Background: an optimization exercise with open tools, aiming at small area, a short achievable clock period and few clock cycles per item. Do not read the settings as production practice.
Only simulation tests tie the RTL to the original design; equivalence was not proved.
No activity file was given, so power comes from the tool's default toggle rates.

**flow/run.sh**
```bash
#!/bin/bash
# synth_recipe.tcl (not shown) runs the flow's synth.tcl, then flattens the netlist and writes it again
# the make line also repeats each setting of config.mk as NAME=value (left out here)
make -C /OpenROAD-flow-scripts/flow DESIGN_CONFIG=/design/flow/config.mk WORK_HOME=/design/flow/orfs CLKGATE_MAP_FILE= SYNTH_SCRIPT=/design/flow/synth_recipe.tcl finish
```
**flow/config.mk**
```make
export PLATFORM = sky130hd
export DESIGN_NAME = lseq_core
export DESIGN_NICKNAME = lseq_core
export VERILOG_FILES = /design/flow/design.v
export SDC_FILE = /design/flow/constraint.sdc
export NUM_CORES = 4
export LEC_CHECK = 0
export CAP_MARGIN = 20
export CORE_MARGIN = 2
export CORE_UTILIZATION = 40
export SETUP_SLACK_MARGIN = 5
export SLEW_MARGIN = 20
```
**flow/constraint.sdc**
```tcl
create_clock -name core_clock -period 10.0 [get_ports {clk}]
set_input_delay 2.0000 -clock core_clock [delete_from_list [all_inputs] [get_ports {clk}]]
set_output_delay 2.0000 -clock core_clock [all_outputs]
set_load 0.01 [all_outputs]
```
**flow/design.v**
```verilog
module lseq_add32 (
    input  wire [31:0] a,
    input  wire [31:0] b,
    input  wire        ci,
    output wire [31:0] s,
    output wire        co
);
    reg [31:0] g, p, gn, pn;
    integer i, d;
    always @(*) begin
        g = a & b;
        p = a | b;
        for (d = 1; d < 32; d = d * 2) begin
            for (i = 0; i < 32; i = i + 1) begin
                if (i >= d) begin
                    gn[i] = g[i] | (p[i] & g[i-d]);
                    pn[i] = p[i] & p[i-d];
                end else begin
                    gn[i] = g[i];
                    pn[i] = p[i];
                end
            end
            g = gn;
            p = pn;
        end
        g = g | (p & {32{ci}});
    end
    assign s  = (a ^ b) ^ {g[30:0], ci};
    assign co = g[31];
endmodule
module lseq_pand32 (
    input  wire [31:0] a,
    output wire [31:0] m
);
    reg [31:0] x, xn;
    integer i, d;
    always @(*) begin
        x = {a[30:0], 1'b1};
        for (d = 1; d < 32; d = d * 2) begin
            for (i = 0; i < 32; i = i + 1)
                xn[i] = (i >= d) ? (x[i] & x[i-d]) : x[i];
            x = xn;
        end
    end
    assign m = x;
endmodule
module lseq_core (
    input  wire         clk,
    input  wire         rst,
    input  wire         start,
    output wire         ready,
    output reg          done,
    output wire [9:0]   img_addr,
    input  wire [31:0]  img_data,
    input  wire [63:0]  in_bits,
    input  wire [255:0] w_in,
    input  wire [31:0]  ltime,
    output wire [63:0]  q_bits,
    output wire [127:0] w_out,
    output wire [31:0]  exec_cost
);
    localparam [7:0] OP_LD   = 8'h01, OP_LDN  = 8'h02, OP_AND  = 8'h03,
                     OP_ANDN = 8'h04, OP_OR   = 8'h05, OP_ORN  = 8'h06,
                     OP_XOR  = 8'h07, OP_ST   = 8'h08, OP_STN  = 8'h09,
                     OP_SET  = 8'h0A, OP_RST  = 8'h0B,
                     OP_ANDP = 8'h10, OP_ORP  = 8'h11, OP_POP  = 8'h12,
                     OP_TON  = 8'h20, OP_TOF  = 8'h21, OP_TP   = 8'h22,
                     OP_CU   = 8'h28, OP_CD   = 8'h29, OP_CR   = 8'h2A,
                     OP_RISE = 8'h30, OP_FALL = 8'h31,
                     OP_LW   = 8'h38, OP_SW   = 8'h39, OP_SUBW = 8'h3A,
                     OP_ABSW = 8'h3B,
                     OP_CEQ  = 8'h40, OP_CNE  = 8'h41, OP_CLT  = 8'h42,
                     OP_CGT  = 8'h43, OP_CLE  = 8'h44, OP_CGE  = 8'h45,
                     OP_JMP  = 8'h50, OP_JMPC = 8'h51, OP_END  = 8'hFF;
    localparam [3:0] AR_I = 4'h0, AR_Q = 4'h1, AR_F = 4'h2, AR_T = 4'h3,
                     AR_C = 4'h4, AR_E = 4'h5, AR_W = 4'h6, AR_K = 4'h7,
                     AR_S = 4'h8;
    reg         busy;         
    reg         tcyc;         
    reg         jcp;          
    reg [8:0]   seqa;         
    reg [8:0]   tgt;          
    reg         xv;           
    reg [7:0]   opc;          
    reg [3:0]   area;
    reg [7:0]   addr;
    reg [2:0]   tn;           
    reg [2:0]   cn;           
    reg [3:0]   en;
    reg [31:0]  wop;          
    reg [31:0]  sel;          
    reg [31:0]  ltr;          
    reg         acc;
    reg [31:0]  wacc;
    reg [3:0]   sp;
    reg [1:0]   stk [0:15];   
    reg [12:0]  cost;
    reg         firstcold;
    reg [63:0]  q_img;
    reg [255:0] f_img;
    reg [31:0]  wo [0:3];
    reg [31:0]  t_start [0:7];
    reg [7:0]   t_q, t_prev, t_timing, t_seen;
    reg [31:0]  c_cv [0:7];
    reg [7:0]   c_uprev, c_useen, c_dprev, c_dseen;
    reg [15:0]  e_prev, e_seen;
    assign ready     = !busy;
    assign q_bits    = q_img;
    assign w_out     = {wo[3], wo[2], wo[1], wo[0]};
    assign exec_cost = {19'd0, cost};
    wire [7:0]  f_opc  = img_data[31:24];
    wire [3:0]  f_area = img_data[23:20];
    wire [19:0] f_addr = img_data[19:0];
    wire        f_end  = (f_opc == OP_END);
    wire        f_jmp  = (f_opc == OP_JMP);
    wire        f_jmpc = (f_opc == OP_JMPC);
    wire        f_tim  = (f_opc == OP_TON || f_opc == OP_TOF || f_opc == OP_TP);
    wire        f_cnt  = (f_opc == OP_CU || f_opc == OP_CD || f_opc == OP_CR ||
                          f_area == AR_C);
    wire        f_tbl  = f_tim || f_opc == OP_CU ||
                         ((f_opc == OP_LW || f_opc == OP_SUBW ||
                           (f_opc >= OP_CEQ && f_opc <= OP_CGE)) && f_area == AR_K) ||
                         (f_opc >= OP_LD && f_opc <= OP_XOR && f_area == AR_C);
    wire [8:0]  cur    = !busy ? 9'd0 : (jcp && acc) ? tgt : seqa;
    wire [31:0] cur_m;
    lseq_pand32 u_pc_inc (.a({23'd0, cur}), .m(cur_m));
    wire [8:0]  cur_p1 = cur ^ cur_m[8:0];
    wire        fetch  = busy ? !tcyc : start;
    wire        xexec  = busy && xv && !tcyc;
    wire        tread  = busy && tcyc;
    wire        x_tim  = (opc == OP_TON || opc == OP_TOF || opc == OP_TP);
    reg [9:0] tbl_addr;
    always @(*) begin
        if (x_tim)
            tbl_addr = {7'b1100000, tn};              
        else if (area == AR_C)
            tbl_addr = {7'b1100001, cn};              
        else
            tbl_addr = {2'b10, addr[7:0]};            
    end
    assign img_addr = tread ? tbl_addr : {1'b0, cur};
    wire        x_sw   = xexec && (opc == OP_SW);
    wire [31:0] f_wo   = (x_sw && addr[1:0] == f_addr[1:0]) ? wacc : wo[f_addr[1:0]];
    wire [31:0] f_wop  = f_addr[15] ? f_wo : w_in[f_addr[2:0]*32 +: 32];
    wire [31:0] t_el;
    wire        t_el_c;
    lseq_add32 u_tel (.a(ltr), .b(~t_start[tn]), .ci(1'b1), .s(t_el), .co(t_el_c));
    wire [31:0] cvm   = c_cv[cn];
    wire [31:0] cge_s;
    wire        c_ge;
    lseq_add32 u_cge (.a({!sel[31], sel[30:0]}), .b(~{!wop[31], wop[30:0]}), .ci(1'b1),
                      .s(cge_s), .co(c_ge));
    reg sbit;
    always @(*) begin
        case (addr[3:0])
            4'h0:    sbit = 1'b1;
            4'h2:    sbit = firstcold;
            default: sbit = 1'b0;
        endcase
    end
    reg bop;
    always @(*) begin
        case (area)
            AR_I:    bop = in_bits[addr[5:0]];
            AR_Q:    bop = q_img[addr[5:0]];
            AR_F:    bop = f_img[addr[7:0]];
            AR_T:    bop = t_q[tn];
            AR_C:    bop = c_ge;
            AR_S:    bop = sbit;
            default: bop = 1'b0;
        endcase
    end
    wire [31:0] sub_s;
    wire        sub_c;
    lseq_add32 u_sub (.a(wacc), .b(~wop), .ci(1'b1), .s(sub_s), .co(sub_c));
    wire        sub_ov   = (wacc[31] != wop[31]) && (sub_s[31] != wacc[31]);
    wire [31:0] sub_sat  = sub_ov ? (wacc[31] ? 32'h8000_0000 : 32'h7FFF_FFFF) : sub_s;
    wire [31:0] neg_m;
    lseq_pand32 u_neg (.a(~wacc), .m(neg_m));
    wire [31:0] abs_sat  = (wacc == 32'h8000_0000) ? 32'h7FFF_FFFF :
                           (wacc[31] ? (~wacc ^ neg_m) : wacc);
    wire        w_eq = (wacc == wop);
    wire        w_lt = sub_s[31] ^ sub_ov;
    wire [31:0] tge_s;
    wire        t_done;
    lseq_add32 u_tge (.a(sel), .b(~wop), .ci(1'b1), .s(tge_s), .co(t_done));
    wire        t_pz   = (wop == 32'd0);
    reg         tn_q, tn_timing, tn_load;
    reg         t_pe;
    always @(*) begin
        tn_q = 1'b0;
        tn_timing = t_timing[tn];
        tn_load = 1'b0;
        if (opc == OP_TON)
            t_pe = t_seen[tn] ? t_prev[tn] : 1'b0;
        else
            t_pe = t_seen[tn] ? t_prev[tn] : acc;
        case (opc)
            OP_TON: begin
                if (acc && !t_pe) begin
                    tn_load = 1'b1;
                    tn_q = t_pz;
                end else if (acc) begin
                    tn_q = t_done;
                end
            end
            OP_TOF: begin
                if (acc) begin
                    tn_q = 1'b1;
                    tn_timing = 1'b0;
                end else if (t_pe) begin
                    tn_load = 1'b1;
                    tn_timing = 1'b1;
                    tn_q = !t_pz;
                end else if (t_timing[tn]) begin
                    tn_q = !t_done;
                    if (t_done) tn_timing = 1'b0;
                end
            end
            default: begin  
                if (t_timing[tn]) begin
                    tn_q = !t_done;
                    if (t_done) tn_timing = 1'b0;
                end else if (acc && !t_pe) begin
                    tn_load = 1'b1;
                    tn_timing = 1'b1;
                    tn_q = !t_pz;
                end
            end
        endcase
    end
    wire        cu_pe  = c_useen[cn] ? c_uprev[cn] : acc;
    wire        cd_pe  = c_dseen[cn] ? c_dprev[cn] : acc;
    wire        cu_up  = acc && !cu_pe;
    wire        cd_dn  = acc && !cd_pe;
    wire [31:0] inc_m, dec_m;
    lseq_pand32 u_inc (.a(sel), .m(inc_m));
    lseq_pand32 u_dec (.a(~cvm), .m(dec_m));
    wire [31:0] cv_p1  = sel ^ inc_m;
    wire [31:0] cv_inc = (sel == 32'h7FFF_FFFF) ? sel : cv_p1;
    wire [31:0] cv_dec = (cvm == 32'h8000_0000) ? cvm : (cvm ^ dec_m);
    wire        cu_q   = c_ge || (cu_up && cv_p1 == wop);
    wire        cv_le0 = cvm[31] || (cvm == 32'd0);
    wire        cd_q   = cv_le0 || (cd_dn && cvm == 32'd1);
    wire e_pe = e_seen[en] ? e_prev[en] : acc;
    reg [2:0] clocks;
    always @(*) begin
        case (opc)
            OP_TON, OP_TOF, OP_TP:  clocks = 3'd6;
            OP_CU, OP_CD, OP_CR:    clocks = 3'd5;
            OP_RISE, OP_FALL,
            OP_LW, OP_SW:           clocks = 3'd3;
            OP_ABSW:                clocks = 3'd1;
            default:                clocks = 3'd2;
        endcase
    end
    wire [31:0] cost_s;
    wire        cost_c;
    lseq_add32 u_cost (.a({19'd0, cost}), .b({29'd0, clocks}), .ci(1'b0),
                       .s(cost_s), .co(cost_c));
    always @(posedge clk) begin
        if (rst) begin
            busy <= 1'b0;
            done <= 1'b0;
        end else begin
            done <= fetch && f_end;
            if (fetch) begin
                if (f_end) busy <= 1'b0;
                else       busy <= 1'b1;
            end
        end
    end
    always @(posedge clk) begin
        if (fetch) begin
            opc  <= f_opc;
            area <= f_area;
            addr <= f_addr[7:0];
            xv   <= !f_end;
            tcyc <= f_tbl;
            jcp  <= f_jmpc;
            if (f_jmpc) tgt <= f_addr[8:0];
            if (f_tim || f_area == AR_T) tn <= f_addr[2:0];
            if (f_cnt) cn <= f_addr[2:0];
            if (f_opc == OP_RISE || f_opc == OP_FALL) en <= f_addr[3:0];
            seqa <= f_jmp ? f_addr[8:0] : cur_p1;
            wop  <= f_wop;
        end else if (tread) begin
            tcyc <= 1'b0;
            wop  <= img_data;
            sel  <= x_tim ? t_el : c_cv[cn];
        end
        if (!busy && start)
            ltr <= ltime;
    end
    always @(posedge clk) begin
        if (rst) begin
            firstcold <= 1'b1;
        end else if (fetch && f_end) begin
            firstcold <= 1'b0;
        end
    end
    integer i;
    always @(posedge clk) begin
        if (rst) begin
            q_img     <= 64'd0;
            f_img     <= 256'd0;
            for (i = 0; i < 4; i = i + 1) wo[i] <= 32'd0;
            t_q       <= 8'd0;
            t_prev    <= 8'd0;
            t_timing  <= 8'd0;
            t_seen    <= 8'd0;
            for (i = 0; i < 8; i = i + 1) c_cv[i] <= 32'd0;
            c_uprev   <= 8'd0;
            c_useen   <= 8'd0;
            c_dprev   <= 8'd0;
            c_dseen   <= 8'd0;
            e_prev    <= 16'd0;
            e_seen    <= 16'd0;
        end else if (!busy) begin
            if (start) begin
                acc   <= 1'b0;
                wacc  <= 32'd0;
                sp    <= 4'd0;
                cost  <= 13'd2404;
            end
        end else if (xexec) begin
            cost <= cost_s[12:0];
            case (opc)
                OP_LD:   acc <= bop;
                OP_LDN:  acc <= !bop;
                OP_AND:  acc <= acc & bop;
                OP_ANDN: acc <= acc & !bop;
                OP_OR:   acc <= acc | bop;
                OP_ORN:  acc <= acc | !bop;
                OP_XOR:  acc <= acc ^ bop;
                OP_ST, OP_STN, OP_SET, OP_RST: begin
                    if (opc == OP_ST || opc == OP_STN || acc) begin
                        if (area == AR_Q)
                            q_img[addr[5:0]] <= (opc == OP_ST) ? acc :
                                                (opc == OP_STN) ? !acc :
                                                (opc == OP_SET);
                        else
                            f_img[addr[7:0]] <= (opc == OP_ST) ? acc :
                                                (opc == OP_STN) ? !acc :
                                                (opc == OP_SET);
                    end
                end
                OP_ANDP, OP_ORP: begin
                    stk[sp] <= {acc, (opc == OP_ORP)};
                    sp  <= sp + 4'd1;
                    acc <= (opc == OP_ANDP);
                end
                OP_POP: begin
                    sp  <= sp - 4'd1;
                    acc <= stk[sp - 4'd1][0] ? (stk[sp - 4'd1][1] | acc)
                                             : (stk[sp - 4'd1][1] & acc);
                end
                OP_TON, OP_TOF, OP_TP: begin
                    t_q[tn]      <= tn_q;
                    t_timing[tn] <= tn_timing;
                    t_prev[tn]   <= acc;
                    t_seen[tn]   <= 1'b1;
                    if (tn_load) t_start[tn] <= ltr;
                    acc <= tn_q;
                end
                OP_CU: begin
                    if (cu_up) c_cv[cn] <= cv_inc;
                    c_uprev[cn] <= acc;
                    c_useen[cn] <= 1'b1;
                    acc <= cu_q;
                end
                OP_CD: begin
                    if (cd_dn) c_cv[cn] <= cv_dec;
                    c_dprev[cn] <= acc;
                    c_dseen[cn] <= 1'b1;
                    acc <= cd_q;
                end
                OP_CR: begin
                    if (acc) c_cv[cn] <= 32'd0;
                end
                OP_RISE, OP_FALL: begin
                    e_prev[en] <= acc;
                    e_seen[en] <= 1'b1;
                    acc <= (opc == OP_RISE) ? (acc & !e_pe) : (!acc & e_pe);
                end
                OP_LW:   wacc <= wop;
                OP_SW:   wo[addr[1:0]] <= wacc;
                OP_SUBW: wacc <= sub_sat;
                OP_ABSW: wacc <= abs_sat;
                OP_CEQ:  acc <= w_eq;
                OP_CNE:  acc <= !w_eq;
                OP_CLT:  acc <= w_lt;
                OP_CGT:  acc <= !w_lt && !w_eq;
                OP_CLE:  acc <= w_lt || w_eq;
                OP_CGE:  acc <= !w_lt;
                default: ;
            endcase
        end
    end
endmodule
```
==> results of run 1 <==
state kept, by name, indices dropped and copies added (netlist names), 16 cells and up, named ones only:
signal,count
c_cv,256
f_img,256
t_start,256
wo,128
q_img,64
ltr,32
sel,32
stk,32
wacc,32
wop,32
e_prev,16
e_seen,16
logic make-up (layout without fill, tap and decap cells):
group | after synthesis | after routing | share of synthesized area (%)
mux | 529 | 529 | 13.9
flops | 1294 | 1294 | 51.4
compound gates | 1377 | 1377 | 11.6
other cells | 1 | 30 | 0.00557
buf+inv | 687 | 1304 | 4.06
xor+xnor | 191 | 191 | 2.48
fa+ha+maj | 165 | 165 | 3.06
simple gates | 2096 | 2098 | 13.6
tightest hold or removal path: stages, from the launching register on:
cell and delay [ns]:
dfxtp_1 0.31, inv_1 0.05, a21oi_1 0.05
synth_stat cells, types with 8 or more instances:
cell	number	area [sq um]
nand2_1	754	2830
a22oi_1	36	270
mux2_2	65	732
nor4_1	38	238
buf_2	24	120
nand2b_1	31	194
and4_1	8	70.1
nor2_1	779	2920
ha_1	156	1950
nor2b_1	42	263
buf_4	26	195
nand3_1	109	546
nand3b_1	9	67.6
nor3_1	100	500
xor2_1	67	587
and2_1	22	138
and3_1	35	219
or3_1	22	138
o21bai_1	11	82.6
edfxtp_1	869	26100
a21boi_0	8	60.1
buf_1	51	191
o31ai_1	22	165
a221oi_1	32	280
o22ai_1	34	213
xnor2_1	124	1090
o21ai_0	427	2140
or2_2	10	62.6
or4_1	14	105
a31oi_1	28	175
clkbuf_1	330	1240
o211ai_1	35	263
inv_1	248	931
a21oi_1	631	3160
mux2i_1	147	1470
nor4b_1	12	105
a211oi_1	12	90.1
o221ai_1	15	131
dfxtp_1	425	8510
mux4_2	316	7120
a32oi_1	8	70.1
nand4_1	91	569
timing repair:
| action | 4_1_cts | 5_1_grt |
|---|---|---|
| hold buffers | 0 | 0 |
| setup endpoints to repair | 255 | 295 |
| gates resized for setup | 78 | 37 |
| setup buffers | 55 | 12 |
| pin swaps | 25 | 22 |
| gates cloned | 4 | 1 |
per-layer routing:
| layer | part of all wire, % | GRT usage [%] | vias to the layer above |
|---|---|---|---|
| met3 | 9.8 | 6.90 | 536 |
| li1 | - | - | 24200 |
| met2 | 46 | 46.7 | 3061 |
| met4 | 3.7 | 10.3 | 6 |
| met1 | 41 | 40.0 | 27600 |
| met5 | 0.013 | 0 | - |
metrics by stage:
step                cells  util, %  setup slack (ns)  power, W  hold WS [ns]
floorplan            6358        -              5.09   0.00687         0.420
global placement     8848     45.2              4.06   0.00761         0.434
detailed placement   8848     45.2              4.01   0.00761         0.440
CTS                  9167     48.4              4.86    0.0129         0.450
global route         9185     48.6              4.59    0.0132         0.470
finish               9192     48.6              4.79    0.0129         0.449
final cells by class:
cell class | instances | area (sq um)
inverters | 251 | 942
clock inverters | 67 | 626
repair buffers | 793 | 7640
well taps | 2204 | 2760
fillers | 14900 | 85900
flip-flops and latches | 1294 | 34600
multi-input cells | 4379 | 30700
clock buffers | 193 | 3990
diodes | 11 | 27.5
layout by cell type, fill, tap and decap left out, types with 16 or more instances in the layout:
cell type	count
xnor2_1	122
nor2_1	767
mux4_2	316
a221oi_1	30
clkinv_2	19
clkinv_1	22
a31oi_1	27
nand3_1	107
ha_1	149
dfxtp_1	419
o211ai_1	35
a21oi_1	627
clkbuf_16	150
nand2_1	737
nor4_1	34
and3_1	35
o31ai_1	21
nor2b_1	38
xor2_1	67
edfxtp_1	869
clkdlybuf4s50_1	589
inv_1	245
a22oi_1	36
o21ai_0	423
clkbuf_1	34
o22ai_1	32
nand2b_1	30
mux2_2	65
nand4_1	91
or3_1	19
nor3_1	92
mux2i_1	143
and2_1	22
buf_4	172
conb_1	19
nand2_2	16
final timing paths:
| check | from | endpoint | depth (start not counted) |
|---|---|---|---|
| worst min register to register | c_dseen[6] | c_dseen[6] | 2 |
| worst max register to register | wop[17] | acc | 21 |
| worst max-delay path | wop[17] | acc | 21 |
| worst min-delay path | c_dseen[6] | c_dseen[6] | 2 |
where the power goes:
group	total, W	switching [W]	internal (W)
logic	0.00164	0.000994	0.000647
registers	0.00597	0.000148	0.00582
clock network	0.00525	0.00226	0.00299
total	0.0129	0.00340	0.00946
==> out/metrics.csv, run 1 <==
stage;metric;value;unit
status;status;timing/DRC/antenna clean;
die;die area;0.172;sq mm
critical_path;Buf+Inv Stages, Crit Path;1;
power_and_ir_drop;Peak VDD IR;178;uV
critical_path;worst path cell trace;ha_4 > nor4_4 > nand2_2 > or3_4 > a211oi_4 > o21a_1 > o311ai_2 > a21oi_1 > buf_4 > o41a_1 > a21oi_2 > fa_2 > nand3_2 > o21ai_2 > a221oi_2 > a21oi_1 > or4_1 > a21oi_2 > o31ai_2 > or4b_1 > o31a_1;
cts;root buf cell;clkbuf_16;
sta;Tmin final;5.21;ns
die;I/O Pins;623;
cts;H-tree Lvls;4;
run;MaxCap Viol Count;0;
sta;setup TNS;0;ns
critical_path;Crit. End Element;flop;
cells_and_area;design area;0.0813;sq mm
drt;drt first-iter violations;6690;
sta;unrepaired setup endpoints after global routing;yes;
critical_path;Largest stage delay, worst path;0.54;ns
power_and_ir_drop;Static Leak;28.2;nW
critical_path;Critical Path Start Type;flop;
die;Initial Utilization;40.3;%
grt;first-pass GRT wire length;375000;um
yosys;Post-synth EDFFs;869;
yosys;register bit total from synthesis;1294;
critical_path;delay-heaviest family, CP;simple AND/OR/NAND/NOR gates;
yosys;register area share after synthesis;51.4;%
cells_and_area;layout cells sized above 1;13.2;%
cts;worst-skew pair later-pin latency;0.80;ns
sta;# setup viols final;0;
cts;CTS clock-pin slew for the worst setup and hold paths;0.06;ns
die;core box area;0.167;sq mm
grt;largest net degree at the start of global routing;129;
die;Die Wd;414;um
hold_path;worst hold path type;reg2reg;
yosys;YS warnings;3;
die;FP Rows;150;
sta;Final Hold Viols;0;
sta;max_slew headroom;23.0;%
drt;via count;55400;
cts;CTS buffer count;146;
drt;routed wire length;262000;um
sta;final slew viol count;0;
critical_path;critical path's slowest cell;or4_1;
cts;CTS tree;built;
placement;placed cell area;0.0756;sq mm
critical_path;WP data arrival;5.75;ns
sta;Layout Skew;0.0423;ns
yosys;asr flop ratio synth;0;%
grt;GRT Total Usage;29.6;%
drt;post-route DRC violation count;0;
grt;initial antenna violation count;24;
drt;wire length per cell;28.5;um
critical_path;Worst Path Max Fanout;3;
yosys;Synth cell types;85;
placement;Port Buffers;603;
sta;maximum clock rate;192;MHz
grt;vias in the first global route;52800;
drt;Post-DRT Antenna Nets;0;
die;Die Span Y;414;um
cts;clk sink count;1294;
critical_path;flop2flop setup slack;4.79;ns
yosys;ys flop type;edfxtp_1;
placement;gpl congestion;1.01;
yosys;Cell Area, Synth;0.0673;sq mm
critical_path;kind of critical path;reg2reg;
yosys;Post-Syn Instances;6340;
drt;via/cell ratio;6.03;
drt;drt first pass iters;6;
placement;Final HPWL DP;185000;um
grt;GRT Residual Overflow;0;
sta;Slew @ Worst Pin;1.15;ns
yosys;syn_area_per_cell;10.6;sq um
cts;Clock Tree Buf Depth;3;
cells_and_area;Nets;7410;
sta;Tcrit/Tclk final;52.1;%
cells_and_area;P&R area growth vs syn;20.8;%
critical_path;Critical Path RT;10.53;ns
power_and_ir_drop;pwr dens;158;mW/mm^2
Testbench counts, summed over its fixed seeds: cycles 145,925, items 1,920.
==> run 2: changes to the inputs <==
--- a/flow/config.mk
+++ b/flow/config.mk
@@ -8,5 +8,5 @@
 export CAP_MARGIN = 20
 export CORE_MARGIN = 2
-export CORE_UTILIZATION = 40
+export CORE_UTILIZATION = 65
 export SETUP_SLACK_MARGIN = 5
 export SLEW_MARGIN = 20
==> out/metrics.csv, run 2 <==
stage;metric;value;unit
yosys;ys flop type;edfxtp_1;
cells_and_area;multi-input combinational cell area;0.0308;sq mm
grt;GRT Total Usage;48.6;%
sta;unrepaired setup endpoints after global routing;yes;
drt;drt first-iter violations;10900;
cells_and_area;most common cell after layout, fill and taps aside;edfxtp_1;
drt;via count;59800;
drt;wire length per cell;31.8;um
critical_path;flop2flop setup slack;4.86;ns
drt;Post-DRT Antenna Nets;0;
yosys;register bit total from synthesis;1294;
cts;H-tree Lvls;4;
power_and_ir_drop;total power;0.0126;W
power_and_ir_drop;internal power;0.00920;W
power_and_ir_drop;pwr dens;157;mW/mm^2
sta;Slew @ Worst Pin;1.26;ns
sta;Layout Skew;0.0293;ns
critical_path;R2R Path End;acc;
cells_and_area;Fill cells;6330;
cts;Clock Tree Buf Depth;3;
drt;via/cell ratio;7.14;
power_and_ir_drop;Peak VDD IR;188;uV
critical_path;Crit. End Element;flop;
die;Die Wd;326;um
cells_and_area;final core utilization;77.8;%
cells_and_area;most frequent cells in the layout;869 x edfxtp_1, 768 x nor2_1, 737 x nand2_1;
die;Die Span Y;326;um
power_and_ir_drop;clock power share;39.2;%
critical_path;R2R Path Start;addr[1];
yosys;top cells by count, synth;869 x edfxtp_1, 779 x nor2_1, 754 x nand2_1, 631 x a21oi_1, 427 x o21ai_0;
yosys;Post-synth EDFFs;869;
power_and_ir_drop;Static Leak;28.2;nW
power_and_ir_drop;sw frac;27.1;%
die;die area;0.106;sq mm
yosys;register area share after synthesis;51.4;%
yosys;Synth area leader;edfxtp_1;
placement;Port Buffers;603;
sta;maximum clock rate;193;MHz
cts;worst-skew pair later-pin latency;0.79;ns
yosys;asr flop ratio synth;0;%
critical_path;Critical Path Start Type;primary input;
drt;post-route DRC violation count;0;
grt;vias in the first global route;55800;
yosys;syn_area_per_cell;10.6;sq um
grt;initial antenna violation count;42;
cts;clk sink count;1294;
cells_and_area;layout cells sized above 1;13.4;%
die;I/O Pins;623;
grt;largest net degree at the start of global routing;117;
cells_and_area;Largest regs;c_cv: 256 flops, f_img: 256 flops, t_start: 256 flops;
drt;drt first pass iters;9;
hold_path;hold path depth;2;
placement;gpl congestion;1.11;
power_and_ir_drop;Psw;0.00343;W
sta;max_slew headroom;16.3;%
yosys;Synth cell types;85;
hold_path;worst hold path type;reg2reg;
sta;setup TNS;0;ns
cts;CTS buffer count;133;
yosys;top-area cell type share of the netlist area;38.7;%
sta;Final Hold Viols;0;
sta;final slew viol count;0;
critical_path;WP data arrival;5.70;ns
cts;root buf cell;clkbuf_16;
cells_and_area;Nets;7422;
yosys;YS warnings;3;
yosys;Post-Syn Instances;6340;
die;Initial Utilization;65.3;%
sta;Tcrit/Tclk final;51.8;%
power_and_ir_drop;Reg power frac;47.3;%
critical_path;R2R cell count;13;
yosys;Synth area leaders;edfxtp_1 39%, dfxtp_1 13%, mux4_2 11%, a21oi_1 4.7%, nor2_1 4.3%;
yosys;most numerous cell in the Yosys netlist;edfxtp_1;
hold_path;WHS Endpoint;c_dseen[4];
critical_path;Worst Path Max Fanout;2;
yosys;Cell Area, Synth;0.0673;sq mm
grt;GRT Residual Overflow;0;
critical_path;kind of critical path;in2reg;
grt;first-pass GRT wire length;377000;um
cts;CTS clock-pin slew for the worst setup and hold paths;0.06;ns
run;MaxCap Viol Count;0;
drt;routed wire length;267000;um
hold_path;Worst Min Path Start;c_dseen[4];
sta;Tmin final;5.18;ns
cts;CTS tree;built;
cells_and_area;P&R area growth vs syn;19.2;%
die;FP Rows;118;
critical_path;Critical Path RT;10.52;ns
cells_and_area;FF/Latch Area;0.0346;sq mm
power_and_ir_drop;combinational share of power;13.5;%
placement;Final HPWL DP;180000;um
sta;# setup viols final;0;
status;status;timing/DRC/antenna clean;
die;core box area;0.103;sq mm
## run 2: worst max-delay path by stage
stage / from / to / slack (ns) / depth (start not counted)
floorplan: wacc[18] / acc / 5.09 / 21
global placement: in_bits[30] / acc / 4.03 / 11
detailed placement: in_bits[30] / acc / 4.07 / 11
finish: in_bits[54] / acc / 4.82 / 11
global route: wacc[17] / acc / 4.82 / 21
CTS: opc[7] / img_addr[0] / 4.76 / 7
## run 2: routing by layer
| metal | wire, um | up-vias | GRT usage, % |
|---|---|---|---|
| met2 | 114000 | 5740 | 71.1 |
| li1 | - | 24200 | - |
| met5 | 388 | - | 2.48 |
| met3 | 43400 | 1252 | 18.2 |
| met4 | 18400 | 34 | 25.1 |
| met1 | 90400 | 28600 | 63.3 |
## run 2: power by group through the flow
stage / logic, W / registers, W / clock network, W
after floorplan: 0.000862 / 0.00601 / 0
after global placement: 0.00147 / 0.00609 / 0
after detailed placement: 0.00149 / 0.00610 / 0
after CTS: 0.00159 / 0.00596 / 0.00490
after global routing: 0.00175 / 0.00597 / 0.00511
final: 0.00171 / 0.00597 / 0.00495
## run 2: critical path, stage by stage
cell             delay, ns
clkdlybuf4s50_1       0.60
mux2i_1               0.25
o22ai_1               0.12
nor4_2                0.45
o22ai_1               0.18
or4_1                 0.55
o211ai_1              0.22
o311ai_1              0.36
nor2b_1               0.24
or4b_1                0.50
o31a_1                0.24
## run 2: layout make-up
type | instances | area share [%]
Sequential cell | 1294 | 43.1
Multi-Input combinational cell | 4379 | 38.4
Timing Repair Buffer | 817 | 9.79
Clock buffer | 178 | 4.59
Tap cell | 1380 | 2.15
Inverter | 251 | 1.18
Clock inverter | 62 | 0.697
Antenna cell | 22 | 0.0686
Timing Repair inverter | 1 | 0.00624
## run 2: cells by family (layout without fill, tap and decap cells)
| family | count (synthesis) | after routing | synth area share (%) |
|---|---|---|---|
| buffers and inverters | 687 | 1309 | 4.06 |
| flip-flops | 1294 | 1294 | 51.4 |
| multiplexers | 529 | 529 | 13.9 |
| other | 1 | 41 | 0.00557 |
| AO/OA/AOI/OAI | 1377 | 1377 | 11.6 |
| AND/OR/NAND/NOR | 2096 | 2098 | 13.6 |
| XOR/XNOR | 191 | 191 | 2.48 |
| adder cells (fa/ha/maj) | 165 | 165 | 3.06 |
## run 2: repair_timing
| item | in CTS | in global routing |
|---|---|---|
| setup endpoints to repair | 449 | 350 |
| pin swaps | 27 | 24 |
| setup buffers | 69 | 29 |
| gates cloned | 4 | 0 |
| gates resized for setup | 88 | 56 |
| hold buffers | 0 | 0 |
## run 2: metrics by stage
step	hold WS, ns	area [sq um]	std cells	setup slack (ns)
after floorplan	0.420	67400	6358	5.09
after global placement	0.434	74500	8019	4.03
after detailed placement	0.444	74500	8019	4.07
after CTS	0.452	79700	8332	4.76
after global routing	0.473	80200	8373	4.82
final	0.451	80300	8384	4.82
==> run 3: changes to the inputs <==
--- a/flow/design.v
+++ b/flow/design.v
@@ -81,4 +81,5 @@
     reg [8:0]   seqa;         
     reg [8:0]   tgt;          
+    reg [9:0]   taddr;        
     reg         xv;           
     reg [7:0]   opc;          
@@ -122,5 +123,5 @@
                            (f_opc >= OP_CEQ && f_opc <= OP_CGE)) && f_area == AR_K) ||
                          (f_opc >= OP_LD && f_opc <= OP_XOR && f_area == AR_C);
-    wire [8:0]  cur    = !busy ? 9'd0 : (jcp && acc) ? tgt : seqa;
+    wire [8:0]  cur    = (jcp && acc) ? tgt : seqa;    
     wire [31:0] cur_m;
     lseq_pand32 u_pc_inc (.a({23'd0, cur}), .m(cur_m));
@@ -130,14 +131,14 @@
     wire        tread  = busy && tcyc;
     wire        x_tim  = (opc == OP_TON || opc == OP_TOF || opc == OP_TP);
-    reg [9:0] tbl_addr;
+    reg [9:0] f_taddr;
     always @(*) begin
-        if (x_tim)
-            tbl_addr = {7'b1100000, tn};              
-        else if (area == AR_C)
-            tbl_addr = {7'b1100001, cn};              
+        if (f_tim)
+            f_taddr = {7'b1100000, f_addr[2:0]};      
+        else if (f_area == AR_C)
+            f_taddr = {7'b1100001, f_addr[2:0]};      
         else
-            tbl_addr = {2'b10, addr[7:0]};            
+            f_taddr = {2'b10, f_addr[7:0]};           
     end
-    assign img_addr = tread ? tbl_addr : {1'b0, cur};
+    assign img_addr = tread ? taddr : {1'b0, cur};
     wire        x_sw   = xexec && (opc == OP_SW);
     wire [31:0] f_wo   = (x_sw && addr[1:0] == f_addr[1:0]) ? wacc : wo[f_addr[1:0]];
@@ -263,4 +264,6 @@
             busy <= 1'b0;
             done <= 1'b0;
+            seqa <= 9'd0;
+            jcp  <= 1'b0;
         end else begin
             done <= fetch && f_end;
@@ -268,4 +271,6 @@
                 if (f_end) busy <= 1'b0;
                 else       busy <= 1'b1;
+                jcp  <= f_jmpc;
+                seqa <= f_end ? 9'd0 : f_jmp ? f_addr[8:0] : cur_p1;
             end
         end
@@ -278,10 +283,9 @@
             xv   <= !f_end;
             tcyc <= f_tbl;
-            jcp  <= f_jmpc;
             if (f_jmpc) tgt <= f_addr[8:0];
+            if (f_tbl) taddr <= f_taddr;
             if (f_tim || f_area == AR_T) tn <= f_addr[2:0];
             if (f_cnt) cn <= f_addr[2:0];
             if (f_opc == OP_RISE || f_opc == OP_FALL) en <= f_addr[3:0];
-            seqa <= f_jmp ? f_addr[8:0] : cur_p1;
             wop  <= f_wop;
         end else if (tread) begin
--- a/flow/config.mk
+++ b/flow/config.mk
@@ -8,5 +8,5 @@
 export CAP_MARGIN = 20
 export CORE_MARGIN = 2
-export CORE_UTILIZATION = 65
+export CORE_UTILIZATION = 40
 export SETUP_SLACK_MARGIN = 5
 export SLEW_MARGIN = 20
==> out/metrics.csv, run 3 <==
stage;metric;value;unit
cells_and_area;most frequent cells in the layout;868 x edfxtp_1, 776 x nor2_1, 710 x nand2_1;
cts;worst-skew pair later-pin latency;0.82;ns
critical_path;flop2flop setup slack;5.10;ns
cells_and_area;P&R area growth vs syn;19.8;%
sta;Layout Skew;0.0400;ns
sta;Tmin final;4.90;ns
yosys;Synth area leaders;edfxtp_1 39%, dfxtp_1 13%, mux4_2 10%, a21oi_1 4.8%, nor2_1 4.4%;
die;Initial Utilization;40.3;%
die;core box area;0.167;sq mm
grt;largest net degree at the start of global routing;243;
yosys;YS warnings;3;
critical_path;Critical Path RT;10.66;ns
critical_path;most used cell, CP;or3_1;
yosys;register area share after synthesis;51.7;%
drt;via/cell ratio;6.00;
placement;Port Buffers;603;
cts;root buf cell;clkbuf_16;
yosys;ys flop type;edfxtp_1;
drt;drt first-iter violations;6738;
cells_and_area;Largest regs;c_cv: 256 flops, f_img: 256 flops, t_start: 256 flops;
drt;drt first pass iters;6;
critical_path;WP data arrival;5.56;ns
sta;setup TNS;0;ns
placement;Final HPWL DP;179000;um
die;FP Rows;150;
critical_path;Critical Path Start Type;flop;
sta;max_slew headroom;22.0;%
critical_path;critical path's slowest cell;edfxtp_1;
die;Die Span Y;414;um
cells_and_area;layout cells sized above 1;11.8;%
drt;routed wire length;256000;um
power_and_ir_drop;pwr dens;161;mW/mm^2
cts;CTS tree;built;
cts;H-tree Lvls;4;
yosys;Synth cell types;95;
status;status;timing/DRC/antenna clean;
sta;# setup viols final;0;
yosys;Post-Syn Instances;6324;
sta;maximum clock rate;204;MHz
critical_path;Worst Path Max Fanout;15;
cts;clk sink count;1303;
yosys;top-area cell type share of the netlist area;38.7;%
cts;Clock Tree Buf Depth;3;
grt;first-pass GRT wire length;368000;um
die;Die Wd;414;um
cts;hold_buf cts;0;
cells_and_area;Fill cells;15100;
yosys;Post-synth EDFFs;868;
drt;via count;54700;
placement;Cells after DPL;8830;
cells_and_area;Nets;7343;
yosys;register bit total from synthesis;1303;
cts;CTS buffer count;146;
critical_path;Crit. End Element;flop;
critical_path;kind of critical path;reg2reg;
die;die area;0.172;sq mm
yosys;Cell Area, Synth;0.0673;sq mm
grt;GRT Total Usage;28.9;%
drt;Post-DRT Antenna Nets;0;
power_and_ir_drop;Static Leak;28.0;nW
power_and_ir_drop;Peak VDD IR;190;uV
critical_path;worst path cell trace;ha_1 > or3_1 > or3_1 > or3_1 > nand3_1 > a41o_1 > a21oi_2 > o21bai_4 > a221o_1 > a21oi_1 > fa_1 > and3_4 > nor4_4 > buf_4 > clkbuf_4 > o21ai_0 > a21oi_1;
cells_and_area;Post-Layout Cell Count;9125;
sta;final slew viol count;0;
grt;vias in the first global route;52600;
sta;Final Hold Viols;0;
grt;initial antenna violation count;29;
sta;Slew @ Worst Pin;1.17;ns
critical_path;Largest stage delay, worst path;0.56;ns
yosys;Synth area leader;edfxtp_1;
drt;wire length per cell;28.0;um
placement;gpl congestion;1.03;
grt;GRT Residual Overflow;0;
cells_and_area;most common cell after layout, fill and taps aside;edfxtp_1;
yosys;syn_area_per_cell;10.6;sq um
sta;Tcrit/Tclk final;49.0;%
drt;post-route DRC violation count;0;
cts;CTS clock-pin slew for the worst setup and hold paths;0.06;ns
die;I/O Pins;623;
sta;unrepaired setup endpoints after global routing;no;
yosys;asr flop ratio synth;0;%
yosys;top cells by count, synth;868 x edfxtp_1, 793 x nor2_1, 723 x nand2_1, 651 x a21oi_1, 455 x o21ai_0;
yosys;most numerous cell in the Yosys netlist;edfxtp_1;
run;MaxCap Viol Count;0;
hold_path;worst hold path type;reg2reg;
-- run 3: metal layers --
metal | track usage, % | wire [um]
met4 | 10.2 | 9170
met3 | 6.09 | 24000
met2 | 44.7 | 116000
met5 | 0 | 62
met1 | 40.2 | 107000
-- run 3: layout make-up --
cell class,instances,area [sq um],area share [%]
flip-flops and latches,1303,34800,43.2
multi-input cells,4349,30200,37.5
repair buffers,735,7090,8.80
clock buffers,197,4100,5.09
well taps,2204,2760,3.42
inverters,261,980,1.22
clock inverters,67,631,0.783
diodes,9,22.5,0.0279
-- run 3: logic make-up (layout without fill, tap and decap cells) --
family	count (synthesis)	after routing	synth area share [%]
adders and majority gates	168	168	3.12
DFF	1303	1303	51.7
and+or+nand+nor	2074	2074	13.5
buffers and inverters	690	1260	4.17
AOI/OAI and AO/OA	1401	1401	11.7
xor gates and xnor gates	196	196	2.55
other	1	28	0.00557
muxes	491	491	13.3
-- run 3: critical path, delay by kind of cell, from the launching register on --
family	cells	cell delay, ns
AND/OR/NAND/NOR	6	1.66
AO/OA/AOI/OAI	7	1.24
flip-flops	1	0.56
buffers and inverters	2	0.48
adder cells (fa/ha/maj)	2	0.82
-- run 3: what timing repair did --
| item | 4_1_cts | 5_1_grt |
|---|---|---|
| setup buffers | 1 | 20 |
| gates resized for setup | 21 | 30 |
| cloned | 0 | 1 |
| setup endpoints to repair | 213 | 591 |
| endpoints found under the hold margin | 0 | 0 |
| pin swaps | 1 | 4 |
-- run 3: path summary, 6_finish.rpt --
kind                            startpoint  cells past startpoint   endpoint
worst max-delay path                wop[8]                     17   wacc[16]
worst min-delay path             e_seen[8]                      2  e_seen[8]
worst min register to register   e_seen[8]                      2  e_seen[8]
worst max register to register      wop[8]                     17   wacc[16]
-- run 3: stage by stage --
stage	util [%]	setup slack [ns]	total power (W)	area, sq um	hold WS [ns]
final	48.2	5.10	0.0130	80600	0.453
after global routing	48.2	4.94	0.0134	80600	0.466
after CTS	48.0	4.91	0.0130	80200	0.455
after global placement	45.1	4.08	0.00770	75400	0.437
after detailed placement	45.1	4.10	0.00771	75400	0.445
after floorplan	-	5.35	0.00697	67400	0.423
-- run 3: power by group --
part           switching, W  internal, W
Clock               0.00233      0.00301
Combinational      0.000990     0.000635
Sequential         0.000173      0.00586
Testbench counts of run 3, summed over its fixed seeds: cycles 145,925, items 1,920.
==> run 4: changes to the inputs <==
--- a/flow/design.v
+++ b/flow/design.v
@@ -29,19 +29,29 @@
     assign co = g[31];
 endmodule
-module lseq_pand32 (
+module lseq_uge32 (
     input  wire [31:0] a,
-    output wire [31:0] m
+    input  wire [31:0] b,
+    output wire        ge
 );
-    reg [31:0] x, xn;
+    reg [31:0] g, p, gn, pn;
     integer i, d;
     always @(*) begin
-        x = {a[30:0], 1'b1};
+        g = a & ~b;
+        p = a | ~b;
         for (d = 1; d < 32; d = d * 2) begin
-            for (i = 0; i < 32; i = i + 1)
-                xn[i] = (i >= d) ? (x[i] & x[i-d]) : x[i];
-            x = xn;
+            for (i = 0; i < 32; i = i + 1) begin
+                if (i >= d) begin
+                    gn[i] = g[i] | (p[i] & g[i-d]);
+                    pn[i] = p[i] & p[i-d];
+                end else begin
+                    gn[i] = g[i];
+                    pn[i] = p[i];
+                end
+            end
+            g = gn;
+            p = pn;
         end
     end
-    assign m = x;
+    assign ge = g[31] | p[31];
 endmodule
 module lseq_core (
@@ -106,4 +116,17 @@
     reg [7:0]   c_uprev, c_useen, c_dprev, c_dseen;
     reg [15:0]  e_prev, e_seen;
+    function [31:0] pand(input [31:0] a);
+        reg [31:0] x, xn;
+        integer k, d;
+        begin
+            x = {a[30:0], 1'b1};
+            for (d = 1; d < 32; d = d * 2) begin
+                for (k = 0; k < 32; k = k + 1)
+                    xn[k] = (k >= d) ? (x[k] & x[k-d]) : x[k];
+                x = xn;
+            end
+            pand = x;
+        end
+    endfunction
     assign ready     = !busy;
     assign q_bits    = q_img;
@@ -117,6 +140,4 @@
     wire        f_jmpc = (f_opc == OP_JMPC);
     wire        f_tim  = (f_opc == OP_TON || f_opc == OP_TOF || f_opc == OP_TP);
-    wire        f_cnt  = (f_opc == OP_CU || f_opc == OP_CD || f_opc == OP_CR ||
-                          f_area == AR_C);
     wire        f_tbl  = f_tim || f_opc == OP_CU ||
                          ((f_opc == OP_LW || f_opc == OP_SUBW ||
@@ -124,6 +145,5 @@
                          (f_opc >= OP_LD && f_opc <= OP_XOR && f_area == AR_C);
     wire [8:0]  cur    = (jcp && acc) ? tgt : seqa;    
-    wire [31:0] cur_m;
-    lseq_pand32 u_pc_inc (.a({23'd0, cur}), .m(cur_m));
+    wire [31:0] cur_m  = pand({23'd0, cur});
     wire [8:0]  cur_p1 = cur ^ cur_m[8:0];
     wire        fetch  = busy ? !tcyc : start;
@@ -148,8 +168,7 @@
     lseq_add32 u_tel (.a(ltr), .b(~t_start[tn]), .ci(1'b1), .s(t_el), .co(t_el_c));
     wire [31:0] cvm   = c_cv[cn];
-    wire [31:0] cge_s;
-    wire        c_ge;
-    lseq_add32 u_cge (.a({!sel[31], sel[30:0]}), .b(~{!wop[31], wop[30:0]}), .ci(1'b1),
-                      .s(cge_s), .co(c_ge));
+    wire        sel_uge;
+    lseq_uge32 u_cmp (.a(sel), .b(wop), .ge(sel_uge));
+    wire        c_ge  = (sel[31] == wop[31]) ? sel_uge : !sel[31];
     reg sbit;
     always @(*) begin
@@ -177,13 +196,10 @@
     wire        sub_ov   = (wacc[31] != wop[31]) && (sub_s[31] != wacc[31]);
     wire [31:0] sub_sat  = sub_ov ? (wacc[31] ? 32'h8000_0000 : 32'h7FFF_FFFF) : sub_s;
-    wire [31:0] neg_m;
-    lseq_pand32 u_neg (.a(~wacc), .m(neg_m));
+    wire [31:0] neg_m  = pand(~wacc);
     wire [31:0] abs_sat  = (wacc == 32'h8000_0000) ? 32'h7FFF_FFFF :
                            (wacc[31] ? (~wacc ^ neg_m) : wacc);
     wire        w_eq = (wacc == wop);
     wire        w_lt = sub_s[31] ^ sub_ov;
-    wire [31:0] tge_s;
-    wire        t_done;
-    lseq_add32 u_tge (.a(sel), .b(~wop), .ci(1'b1), .s(tge_s), .co(t_done));
+    wire        t_done = sel_uge;
     wire        t_pz   = (wop == 32'd0);
     reg         tn_q, tn_timing, tn_load;
@@ -235,7 +251,6 @@
     wire        cu_up  = acc && !cu_pe;
     wire        cd_dn  = acc && !cd_pe;
-    wire [31:0] inc_m, dec_m;
-    lseq_pand32 u_inc (.a(sel), .m(inc_m));
-    lseq_pand32 u_dec (.a(~cvm), .m(dec_m));
+    wire [31:0] inc_m  = pand(sel);
+    wire [31:0] dec_m  = pand(~cvm);
     wire [31:0] cv_p1  = sel ^ inc_m;
     wire [31:0] cv_inc = (sel == 32'h7FFF_FFFF) ? sel : cv_p1;
@@ -256,8 +271,5 @@
         endcase
     end
-    wire [31:0] cost_s;
-    wire        cost_c;
-    lseq_add32 u_cost (.a({19'd0, cost}), .b({29'd0, clocks}), .ci(1'b0),
-                       .s(cost_s), .co(cost_c));
+    wire [12:0] cost_s = cost + {10'd0, clocks};
     always @(posedge clk) begin
         if (rst) begin
@@ -283,9 +295,9 @@
             xv   <= !f_end;
             tcyc <= f_tbl;
-            if (f_jmpc) tgt <= f_addr[8:0];
-            if (f_tbl) taddr <= f_taddr;
-            if (f_tim || f_area == AR_T) tn <= f_addr[2:0];
-            if (f_cnt) cn <= f_addr[2:0];
-            if (f_opc == OP_RISE || f_opc == OP_FALL) en <= f_addr[3:0];
+            if (f_opc[6]) tgt <= f_addr[8:0];
+            taddr <= f_taddr;
+            if (f_opc[5] || f_area == AR_T) tn <= f_addr[2:0];
+            if (f_opc[5] || f_area == AR_C) cn <= f_addr[2:0];
+            if (f_opc[5]) en <= f_addr[3:0];
             wop  <= f_wop;
         end else if (tread) begin
--- a/flow/config.mk
+++ b/flow/config.mk
@@ -8,5 +8,6 @@
 export CAP_MARGIN = 20
 export CORE_MARGIN = 2
-export CORE_UTILIZATION = 40
+export CORE_UTILIZATION = 50
 export SETUP_SLACK_MARGIN = 5
 export SLEW_MARGIN = 20
+export SYNTH_HIERARCHICAL = 1
==> out/metrics.csv, run 4 <==
stage;metric;value;unit
critical_path;Critical Path RT;8.00;ns
cts;clk sink count;1300;
sta;final slew viol count;0;
cells_and_area;design area;0.0840;sq mm
cts;hold_buf cts;0;
critical_path;Buf+Inv Stages, Crit Path;2;
cts;worst-skew pair later-pin latency;0.81;ns
sta;setup TNS;0;ns
die;I/O Pins;623;
die;Die Wd;381;um
cells_and_area;final core utilization;59.4;%
critical_path;Crit. End Element;output pin;
critical_path;Critical Path Start Type;flop;
cells_and_area;multi-input combinational cell area;0.0336;sq mm
drt;routed wire length;279000;um
sta;maximum clock rate;203;MHz
yosys;Post-Syn Instances;6778;
sta;unrepaired setup endpoints after global routing;no;
cts;CTS buffer count;147;
grt;GRT Residual Overflow;0;
cells_and_area;most common cell after layout, fill and taps aside;edfxtp_1;
critical_path;WP data arrival;2.92;ns
cells_and_area;FF/Latch Area;0.0347;sq mm
power_and_ir_drop;clock power share;40.0;%
power_and_ir_drop;sw frac;28.2;%
sta;# setup viols final;0;
cts;CTS tree;built;
cts;Clock Tree Buf Depth;3;
die;FP Rows;138;
critical_path;Largest stage delay, worst path;0.52;ns
sta;Final Hold Viols;0;
power_and_ir_drop;Reg power frac;43.9;%
yosys;YS warnings;9;
die;Die Span Y;381;um
cts;CTS clock-pin slew for the worst setup and hold paths;0.06;ns
drt;drt first-iter violations;7345;
grt;largest net degree at the start of global routing;98;
sta;Tmin final;4.92;ns
die;core box area;0.141;sq mm
yosys;syn_area_per_cell;10.5;sq um
run;MaxCap Viol Count;0;
placement;Final HPWL DP;195000;um
sta;Layout Skew;0.0434;ns
critical_path;worst path cell trace;buf_4 > nand2_2 > mux2i_1 > a21oi_4 > clkdlybuf4s50_1;
cells_and_area;most frequent cells in the layout;865 x edfxtp_1, 802 x nor2_1, 673 x nand2_1;
power_and_ir_drop;combinational share of power;16.2;%
cts;root buf cell;clkbuf_16;
drt;wire length per cell;30.2;um
power_and_ir_drop;Peak VDD IR;153;uV
drt;Post-DRT Antenna Nets;0;
grt;vias in the first global route;56500;
drt;post-route DRC violation count;0;
die;Initial Utilization;50.3;%
cells_and_area;layout cells sized above 1;12.3;%
drt;drt first pass iters;7;
placement;placed cell area;0.0786;sq mm
grt;initial antenna violation count;41;
status;status;timing/DRC/antenna clean;
grt;GRT Total Usage;37.8;%
placement;Cells after DPL;8943;
yosys;Cell Area, Synth;0.0711;sq mm
cells_and_area;Fill cells;12100;
placement;Port Buffers;603;
drt;via/cell ratio;6.41;
critical_path;critical path's slowest cell;clkdlybuf4s50_1;
critical_path;delay-heaviest family, CP;buffers and inverters;
power_and_ir_drop;Static Leak;29.4;nW
grt;first-pass GRT wire length;403000;um
power_and_ir_drop;Psw;0.00389;W
cells_and_area;Post-Layout Cell Count;9254;
placement;gpl congestion;1.00;
cells_and_area;Nets;7770;
hold_path;worst hold path type;reg2reg;
sta;Tcrit/Tclk final;49.2;%
critical_path;kind of critical path;reg2out;
drt;via count;59300;
sta;max_slew headroom;25.0;%
cts;H-tree Lvls;4;
cells_and_area;P&R area growth vs syn;18.2;%
power_and_ir_drop;pwr dens;165;mW/mm^2
sta;Slew @ Worst Pin;1.12;ns
die;die area;0.145;sq mm
power_and_ir_drop;internal power;0.00993;W
critical_path;Worst Path Max Fanout;30;
cells_and_area;Largest regs;c_cv: 256 flops, f_img: 256 flops, t_start: 256 flops;
run 4: area by class of cell:
type	count	area share, %
Antenna cell	28	0.0835
Clock buffer	191	4.74
Clock inverter	75	1.08
Inverter	332	1.49
Multi-Input combinational cell	4703	40.0
Sequential cell	1300	41.3
Tap cell	1890	2.82
Timing Repair Buffer	735	8.45
run 4: worst paths after layout:
| kind | from | endpoint | slack, ns | cells after the start |
|---|---|---|---|---|
| max | acc | img_addr[0] | 5.08 | 5 |
| min | t_seen[0] | t_seen[0] | 0.44 | 2 |
| max reg2reg | addr[0] | f_img[188] | 5.09 | 12 |
| min reg2reg | t_seen[0] | t_seen[0] | 0.44 | 2 |
run 4: what timing repair did:
| action | CTS | global route |
|---|---|---|
| setup endpoints to repair | 335 | 346 |
| setup buffers | 16 | 1 |
| gates resized for setup | 24 | 35 |
| pin swaps | 3 | 0 |
run 4: power groups by stage:
stage | Clock [W] | Sequential (W) | Combinational (W)
after global placement | 0 | 0.00619 | 0.00211
after detailed placement | 0 | 0.00619 | 0.00212
after global routing | 0.00579 | 0.00607 | 0.00236
final | 0.00552 | 0.00607 | 0.00223
after CTS | 0.00558 | 0.00606 | 0.00217
after floorplan | 0 | 0.00605 | 0.00138
run 4: metrics by stage:
stage / setup WS, ns / total power, W / hold WS (ns)
finish: 5.08 / 0.0138 / 0.444
global route: 5.00 / 0.0142 / 0.469
CTS: 5.01 / 0.0138 / 0.447
detailed placement: 3.33 / 0.00831 / 0.437
global placement: 3.28 / 0.00830 / 0.430
floorplan: 5.28 / 0.00742 / 0.421
run 4: worst min-delay path: stages (launching register included):
cell	delay, ns
dfxtp_1	0.31
inv_1	0.04
a21oi_1	0.05
run 4: routing by layer:
layer | global-route usage, % | vias to the layer above | wire length (um)
met2 | 57.2 | 3484 | 124000
li1 | - | 25800 | -
met3 | 10.0 | 647 | 31100
met5 | 0 | - | 79
met4 | 17.1 | 12 | 14400
met1 | 50.9 | 29400 | 110000
Testbench counts of run 4, summed over its fixed seeds: cycles 145,925, items 1,920.
==> run 5: changes to the inputs <==
--- a/flow/design.v
+++ b/flow/design.v
@@ -115,4 +115,6 @@
     reg [31:0]  c_cv [0:7];
     reg [7:0]   c_uprev, c_useen, c_dprev, c_dseen;
+    reg [7:0]   q_v, q_c;     
+    reg         ctb;          
     reg [15:0]  e_prev, e_seen;
     function [31:0] pand(input [31:0] a);
@@ -143,5 +145,8 @@
                          ((f_opc == OP_LW || f_opc == OP_SUBW ||
                            (f_opc >= OP_CEQ && f_opc <= OP_CGE)) && f_area == AR_K) ||
-                         (f_opc >= OP_LD && f_opc <= OP_XOR && f_area == AR_C);
+                         (f_opc >= OP_LD && f_opc <= OP_XOR && f_area == AR_C && !f_qhit);
+    wire        x_cnt  = busy && xv && !tcyc &&
+                         (opc == OP_CU || opc == OP_CD || opc == OP_CR);
+    wire        f_qhit = q_v[f_addr[2:0]] && !(x_cnt && cn == f_addr[2:0]);
     wire [8:0]  cur    = (jcp && acc) ? tgt : seqa;    
     wire [31:0] cur_m  = pand({23'd0, cur});
@@ -186,5 +191,5 @@
             AR_F:    bop = f_img[addr[7:0]];
             AR_T:    bop = t_q[tn];
-            AR_C:    bop = c_ge;
+            AR_C:    bop = ctb ? c_ge : q_c[cn];
             AR_S:    bop = sbit;
             default: bop = 1'b0;
@@ -295,4 +300,5 @@
             xv   <= !f_end;
             tcyc <= f_tbl;
+            ctb  <= f_tbl;
             if (f_opc[6]) tgt <= f_addr[8:0];
             taddr <= f_taddr;
@@ -331,4 +337,5 @@
             c_dprev   <= 8'd0;
             c_dseen   <= 8'd0;
+            q_v       <= 8'd0;
             e_prev    <= 16'd0;
             e_seen    <= 16'd0;
@@ -343,11 +350,19 @@
             cost <= cost_s[12:0];
             case (opc)
-                OP_LD:   acc <= bop;
-                OP_LDN:  acc <= !bop;
-                OP_AND:  acc <= acc & bop;
-                OP_ANDN: acc <= acc & !bop;
-                OP_OR:   acc <= acc | bop;
-                OP_ORN:  acc <= acc | !bop;
-                OP_XOR:  acc <= acc ^ bop;
+                OP_LD, OP_LDN, OP_AND, OP_ANDN, OP_OR, OP_ORN, OP_XOR: begin
+                    if (area == AR_C && ctb) begin
+                        q_c[cn] <= c_ge;
+                        q_v[cn] <= 1'b1;
+                    end
+                    case (opc)
+                        OP_LD:   acc <= bop;
+                        OP_LDN:  acc <= !bop;
+                        OP_AND:  acc <= acc & bop;
+                        OP_ANDN: acc <= acc & !bop;
+                        OP_OR:   acc <= acc | bop;
+                        OP_ORN:  acc <= acc | !bop;
+                        default: acc <= acc ^ bop;
+                    endcase
+                end
                 OP_ST, OP_STN, OP_SET, OP_RST: begin
                     if (opc == OP_ST || opc == OP_STN || acc) begin
@@ -384,8 +399,13 @@
                     c_uprev[cn] <= acc;
                     c_useen[cn] <= 1'b1;
+                    q_c[cn] <= cu_q;
+                    q_v[cn] <= 1'b1;
                     acc <= cu_q;
                 end
                 OP_CD: begin
-                    if (cd_dn) c_cv[cn] <= cv_dec;
+                    if (cd_dn) begin
+                        c_cv[cn] <= cv_dec;
+                        q_v[cn]  <= 1'b0;
+                    end
                     c_dprev[cn] <= acc;
                     c_dseen[cn] <= 1'b1;
@@ -393,5 +413,8 @@
                 end
                 OP_CR: begin
-                    if (acc) c_cv[cn] <= 32'd0;
+                    if (acc) begin
+                        c_cv[cn] <= 32'd0;
+                        q_v[cn]  <= 1'b0;
+                    end
                 end
                 OP_RISE, OP_FALL: begin
==> flow/flow/run.sh (new file) <==
#!/bin/bash
# The standard layout, with a larger setup margin for ORFS's timing repair so it keeps
# shortening the critical paths past the point the design's clock period needs.
set -euo pipefail
bash standard.sh SETUP_SLACK_MARGIN=6.5 finish > standard.log 2>&1
==> flow/standard.sh (new file) <==
#!/bin/bash
# synth_recipe.tcl (not shown) runs the flow's synth.tcl, then flattens the netlist and writes it again
# the make line also repeats each setting of config.mk as NAME=value (left out here)
make -C /OpenROAD-flow-scripts/flow DESIGN_CONFIG=/design/flow/config.mk WORK_HOME=/design/flow/orfs CLKGATE_MAP_FILE= SYNTH_SCRIPT=/design/flow/synth_recipe.tcl "${@:-finish}"
--- a/flow/config.mk
+++ b/flow/config.mk
@@ -9,5 +9,4 @@
 export CORE_MARGIN = 2
 export CORE_UTILIZATION = 50
-export SETUP_SLACK_MARGIN = 5
 export SLEW_MARGIN = 20
 export SYNTH_HIERARCHICAL = 1
removed: flow/run.sh
==> out/metrics.csv, run 5 <==
stage;metric;value;unit
drt;drt first-iter violations;10200;
power_and_ir_drop;clock power share;36.7;%
cts;worst-skew pair later-pin latency;0.83;ns
grt;GRT Residual Overflow;0;
power_and_ir_drop;Peak VDD IR;165;uV
critical_path;WP data arrival;2.41;ns
placement;Port Buffers;603;
die;Die Wd;384;um
status;status;timing/DRC/antenna clean;
power_and_ir_drop;Static Leak;34.3;nW
die;core box area;0.143;sq mm
drt;drt first pass iters;9;
cells_and_area;FF/Latch Area;0.0353;sq mm
hold_path;Worst Min Path Start;t_seen[4];
cts;CTS buffer count;145;
yosys;Post-Syn Instances;6995;
sta;hold slack;0.443;ns
placement;gpl congestion;1.05;
sta;final slew viol count;0;
critical_path;R2R Path Start;acc;
power_and_ir_drop;sw frac;30.2;%
sta;# setup viols final;0;
critical_path;kind of critical path;reg2out;
cells_and_area;most common cell after layout, fill and taps aside;edfxtp_1;
sta;Tmin final;4.41;ns
yosys;Cell Area, Synth;0.0721;sq mm
grt;largest net degree at the start of global routing;250;
sta;max_slew headroom;17.7;%
yosys;syn_area_per_cell;10.3;sq um
critical_path;R2R Path End;f_img[202];
critical_path;Critical Path Start;acc;
placement;Cells after DPL;9149;
sta;Layout Skew;0.0642;ns
grt;first-pass GRT wire length;453000;um
cells_and_area;Largest regs;c_cv: 256 flops, f_img: 256 flops, t_start: 256 flops;
critical_path;R2R cell count;11;
cts;H-tree Lvls;4;
cells_and_area;Nets;8543;
cells_and_area;final core utilization;66.9;%
cells_and_area;Post-Layout Cell Count;10000;
die;die area;0.147;sq mm
cts;Clock Tree Buf Depth;3;
yosys;YS warnings;9;
power_and_ir_drop;Reg power frac;41.0;%
power_and_ir_drop;pwr dens;154;mW/mm^2
sta;Final Hold Viols;0;
drt;via count;67100;
critical_path;Crit. End Element;output pin;
sta;Tcrit/Tclk final;44.1;%
power_and_ir_drop;Psw;0.00448;W
power_and_ir_drop;combinational share of power;22.3;%
grt;vias in the first global route;61600;
drt;post-route DRC violation count;0;
cts;hold_buf cts;0;
cts;CTS clock-pin slew for the worst setup and hold paths;0.06;ns
die;I/O Pins;623;
placement;placed cell area;0.0812;sq mm
sta;Slew @ Worst Pin;1.23;ns
cells_and_area;design area;0.0959;sq mm
cells_and_area;most frequent cells in the layout;874 x edfxtp_1, 784 x nand2_1, 619 x nor2_1;
critical_path;flop2flop setup slack;5.93;ns
critical_path;Worst Path Max Fanout;5;
critical_path;Critical Path Start Type;flop;
die;Initial Utilization;50.3;%
critical_path;Critical Path RT;8.00;ns
die;Die Span Y;384;um
drt;via/cell ratio;6.69;
hold_path;worst hold path type;reg2reg;
die;FP Rows;139;
cells_and_area;Fill cells;10900;
cts;CTS tree;built;
drt;routed wire length;330000;um
sta;unrepaired setup endpoints after global routing;yes;
cells_and_area;P&R area growth vs syn;33.0;%
grt;GRT Total Usage;42.8;%
run;MaxCap Viol Count;0;
cells_and_area;layout cells sized above 1;28.8;%
drt;Post-DRT Antenna Nets;0;
drt;wire length per cell;32.9;um
cts;clk sink count;1317;
cells_and_area;multi-input combinational cell area;0.0393;sq mm
grt;initial antenna violation count;50;
placement;Final HPWL DP;215000;um
sta;maximum clock rate;227;MHz
cts;root buf cell;clkbuf_16;
critical_path;worst setup path end;img_addr[7];
power_and_ir_drop;internal power;0.0103;W
sta;setup TNS;0;ns
-- run 5: layout make-up --
class,count,share of cell area [%]
Antenna cell,23,0.0600
Multi-Input combinational cell,4914,41.0
Inverter,332,1.34
Timing Repair Buffer,1280,13.4
Clock buffer,185,4.09
Timing Repair inverter,1,0.00522
Clock inverter,76,0.884
Sequential cell,1317,36.8
Tap cell,1903,2.48
-- run 5: through the flow --
| stage | setup WS, ns | power (W) |
|---|---|---|
| CTS | 5.61 | 0.0143 |
| global route | 5.61 | 0.0151 |
| floorplan | 6.04 | 0.00761 |
| detailed placement | 4.47 | 0.00854 |
| global placement | 4.52 | 0.00853 |
| finish | 5.59 | 0.0148 |
-- run 5: repair_timing --
item	4_1_cts	5_1_grt
pin swaps	178	186
endpoints found under the setup margin	1629	1194
gates resized for setup	1411	420
gates cloned	33	9
setup buffers	372	180
-- run 5: worst max-delay path: stages, from the launching register on --
cell      delay [ns]
edfxtp_1        0.47
buf_6           0.15
nand2_8         0.06
buf_4           0.16
mux2i_4         0.20
a21oi_4         0.36
buf_6           0.17
-- run 5: power by group through the flow --
stage	registers, W	logic (W)	clock network, W
CTS	0.00607	0.00284	0.00544
floorplan	0.00613	0.00148	0
global placement	0.00627	0.00226	0
detailed placement	0.00627	0.00227	0
finish	0.00607	0.00330	0.00543
global route	0.00607	0.00339	0.00566
-- run 5: worst min-delay path by stage --
| stage | slack, ns | depth (start not counted) | endpoint |
|---|---|---|---|
| global placement | 0.44 | 2 | t_seen[0] |
| finish | 0.44 | 2 | t_seen[4] |
| floorplan | 0.42 | 2 | t_seen[0] |
| global route | 0.46 | 2 | t_seen[4] |
| detailed placement | 0.44 | 2 | t_seen[4] |
| CTS | 0.45 | 2 | t_seen[4] |
-- run 5: metal layers --
metal	global-route usage (%)	part of all wire (%)	vias to the layer above
met2	61.2	42	5088
met1	56.5	37	32900
li1	-	-	27800
met4	20.6	6.4	28
met3	17.1	15	1276
met5	0.942	0.063	-
Testbench counts of run 5, summed over its fixed seeds: cycles 141,045, items 1,920.

afterwards: timing with drivers on the ports:
Ports are ideal in the flow. The routed layouts listed here were re-timed in OpenROAD.
Step 1 sets driving cells, clkbuf_16 on the clock port and buf_2 on the other inputs (assumed; they add their load-dependent delay and slew).
Step 2 adds t to the input delays and takes it off the output delays; t is the mean of the earliest and latest rising clock arrival at the registers after step 1. Input paths then give back, and output paths get back, about the clock's delay inside the block.
a / b / c = no drivers / after step 1 / after step 2; a / b = the first two.
run | t (ns) | setup WS [ns] | hold slack, ns | worst setup path after step 2 | clock arrival spread, ns
run 1 | 0.867 | 4.786 / 4.786 / 4.085 | 0.449 / 0.449 / 0.449 | input to register | 0.043 / 0.043
run 2 | 0.856 | 4.825 / 4.862 / 4.020 | 0.451 / 0.451 / 0.451 | input to register | 0.030 / 0.030
run 3 | 0.882 | 5.097 / 5.036 / 4.456 | 0.453 / 0.453 / 0.453 | input to register | 0.049 / 0.050
run 4 | 0.878 | 5.084 / 4.997 / 4.281 | 0.444 / 0.444 / 0.444 | input to register | 0.043 / 0.044
run 5 | 0.892 | 5.589 / 5.503 / 5.159 | 0.443 / 0.443 / 0.443 | input to register | 0.081 / 0.082
After both steps setup and hold are still met in every run listed. The setup slack of run 2, which loses most, moves by +0.037 ns with the drivers and by -0.805 ns with both steps.
